Background: an optimization exercise with open tools, aiming at small area, a short achievable clock period and few clock cycles per item. Do not read the settings as production practice. Function was checked by simulation only, so behaviour that the tests miss may differ from the original.

Setup of run E:
Design rs_c2c3_decoder, start of the top module:
module rs_c2c3_decoder (
    input  wire         clk,
    input  wire         rst,         
    input  wire         in_valid,
    output wire         in_ready,
    input  wire         in_mode,     
    input  wire [255:0] in_data,
    input  wire [31:0]  in_erase,
    output reg          out_valid,
    input  wire         out_ready,
    output wire [255:0] out_data,
    output wire [31:0]  out_erase,
    output wire [1:0]   out_status
);
wire [31:0]  f_e;
wire [7:0]   f_s0, f_s1, f_k1, f_k2;
wire         f_no_er, f_one_er, f_two_er, f_many;
rs_front u_front (
    .mode(in_mode), .data_in(in_data), .erase_in(in_erase),
    .e(f_e), .s0(f_s0), .s1(f_s1), .k1(f_k1), .k2(f_k2),
    .no_er(f_no_er), .one_er(f_one_er), .two_er(f_two_er), .many(f_many)
);
reg         r_mode;
reg [255:0] r_d;
reg [31:0]  r_e;
reg [7:0]   r_s0, r_s1, r_k1, r_k2;
reg         r_no_er, r_one_er, r_two_er, r_many;
assign in_ready = !out_valid || out_ready;
always @(posedge clk) begin
  if (rst) begin
    out_valid <= 1'b0;
  end else if (in_ready) begin
    out_valid <= in_valid;
  end
end
always @(posedge clk) begin
  if (in_valid && in_ready) begin
    r_mode <= in_mode;
    r_d    <= in_data;
    r_e    <= f_e;
    r_s0   <= f_s0;
    r_s1   <= f_s1;
    r_k1   <= f_k1;
    r_k2   <= f_k2;
    r_no_er  <= f_no_er;
    r_one_er <= f_one_er;
    r_two_er <= f_two_er;
    r_many   <= f_many;
  end
end
rs_back u_back (
    .mode(r_mode), .d(r_d), .e(r_e), .s0(r_s0), .s1(r_s1), .k1(r_k1), .k2(r_k2),
  ...
clock: 25.0 ns
lec_check: 0
cap_margin: 0
core_margin: 2
core_utilization: 55
cts_buf_list: sky130_fd_sc_hd__clkbuf_16
cts_cluster_diameter: 100
cts_cluster_size: 20
slew_margin: 0
standard.sh (not shown) runs the stock make flow with config.mk's settings and CLKGATE_MAP_FILE= SYNTH_SCRIPT=/design/flow/synth_recipe.tcl, a recipe that flattens the netlist after the stock synthesis.
==> flow/flow/run.sh <==
#!/bin/bash
# The standard layout, with plain buffers (not delay cells) on the ports and
# timing repair aiming for slack beyond the clock's, so the layout reaches a
# shorter period than the 25 ns it is built at.
set -euo pipefail
export BUFFER_PORTS_ARGS="-buffer_cell sky130_fd_sc_hd__buf_1"
export SETUP_SLACK_MARGIN=14.70
export TNS_END_PERCENT=100
bash standard.sh > standard.log 2>&1
Testbench counts of run E, summed over its fixed seeds: cycles 12,008, items 12,000.
[inputs] run B vs run E
Settings: SLEW_MARGIN: 0 -> 20; CAP_MARGIN: 0 -> 20; CTS_BUF_LIST: sky130_fd_sc_hd__clkbuf_16 -> sky130_fd_sc_hd__clkbuf_8; CTS_CLUSTER_DIAMETER: 100 -> 60; CTS_CLUSTER_SIZE: 20 -> 15.
-- flow/flow/run.sh --
<<< run E, line 5
set -euo pipefail
export BUFFER_PORTS_ARGS="-buffer_cell sky130_fd_sc_hd__buf_1"
export SETUP_SLACK_MARGIN=14.70
export TNS_END_PERCENT=100
bash standard.sh > standard.log 2>&1
>>> run B, line 5
set -euo pipefail
export BUFFER_PORTS_ARGS="-buffer_cell sky130_fd_sc_hd__buf_1"
export SETUP_SLACK_MARGIN=14.8
export TNS_END_PERCENT=100
bash standard.sh > standard.log 2>&1
[summary]
Looking at via count across both flows, run B is the weaker of the two, with run E ahead.
Changes observed in run B relative to run E: area of the mapped netlist was more or less identical; area growth from synthesis to final layout went up; max-cap check violation count stayed essentially flat.

* * *

rs_c2c3_decoder, a different RTL version from the one above (not shown whole).
Size in the first run: about 3,300 cells after synthesis, ~330 flip-flops, about 590 I/O pins, ~30,000 um^2 of cells after synthesis.
==> flow/design.v (excerpt) <==
module rs_c2c3_decoder (
    input  wire         clk,
    input  wire         rst,         
    input  wire         in_valid,
    output wire         in_ready,
    input  wire         in_mode,     
    input  wire [255:0] in_data,
    input  wire [31:0]  in_erase,
    output reg          out_valid,
    input  wire         out_ready,
    output wire [255:0] out_data,
    output wire [31:0]  out_erase,
    output wire [1:0]   out_status
);
clock: 25.0 ns
lec_check: 0
cap_margin: 20
core_margin: 2
core_utilization: 55
cts_buf_list: sky130_fd_sc_hd__clkbuf_8
cts_cluster_diameter: 60
cts_cluster_size: 15
slew_margin: 20
==> flow/flow/run.sh <==
#!/bin/bash
# The standard layout, with plain buffers (not delay cells) on the ports and
# timing repair aiming for slack beyond the clock's, so the layout reaches a
# shorter period than the 25 ns it is built at.
set -euo pipefail
export BUFFER_PORTS_ARGS="-buffer_cell sky130_fd_sc_hd__buf_1"
export SETUP_SLACK_MARGIN=14.8
export TNS_END_PERCENT=100
bash standard.sh > standard.log 2>&1
The first run ran to the end with no violations.
Testbench counts at the start, summed over its fixed seeds: cycles 12,008, items 12,000.
Then changed:
--- a/flow/flow/run.sh
+++ b/flow/flow/run.sh
@@ -7 +7 @@
-export SETUP_SLACK_MARGIN=14.8
+export SETUP_SLACK_MARGIN=14.65
CORE_UTILIZATION = 50   (was 55)
CTS_CLUSTER_DIAMETER = not set   (was 60)
CTS_CLUSTER_SIZE = 30   (was 15)
The new run went through all stages and came out clean.
Design area grows by 0.71%.
Worst setup slack got worse by 0.065 ns.
Global-route usage shrinks by 2.1 points.
Routed wire length grows by 4.5%.
Synthesized cell count is unchanged.

==> re-timing with driven ports <==
The flow's constraints put no driver on any port. The routed layouts listed below were extracted and timed again, unchanged, in two steps. Step 1, drivers: a clkbuf_16 drives clk and a buf_2 each remaining input, both assumed. Step 2 adds t to the input delays and takes it off the output delays; t is the mean of the earliest and latest rising clock arrival at the registers after step 1. Input paths then give back, and output paths get back, about the clock's delay inside the block. a / b / c = ideal / step 1 / step 2; a / b = the first two.
run | t (ns) | slack for setup (ns) | worst hold slack (ns) | worst setup path at the end | cell pins on the clock port's net
run E | 0.639 | 14.675 / 14.645 / 14.371 | 0.602 / 0.602 / 0.602 | input to register | 1
run B | 0.713 | 14.680 / 14.650 / 14.392 | 0.601 / 0.601 / 0.601 | input to register | 1
the first run of note 2 | 0.708 | 14.676 / 14.653 / 14.256 | 0.722 / 0.722 / 0.722 | input to register | 1
the second run of note 2 | 0.758 | 14.611 / 14.558 / 14.216 | 0.521 / 0.521 / 0.521 | input to register | 1
After both steps every run listed still meets setup and hold. The setup slack of the first run of note 2, which loses most, moves by -0.023 ns with the drivers and by -0.420 ns with both steps.
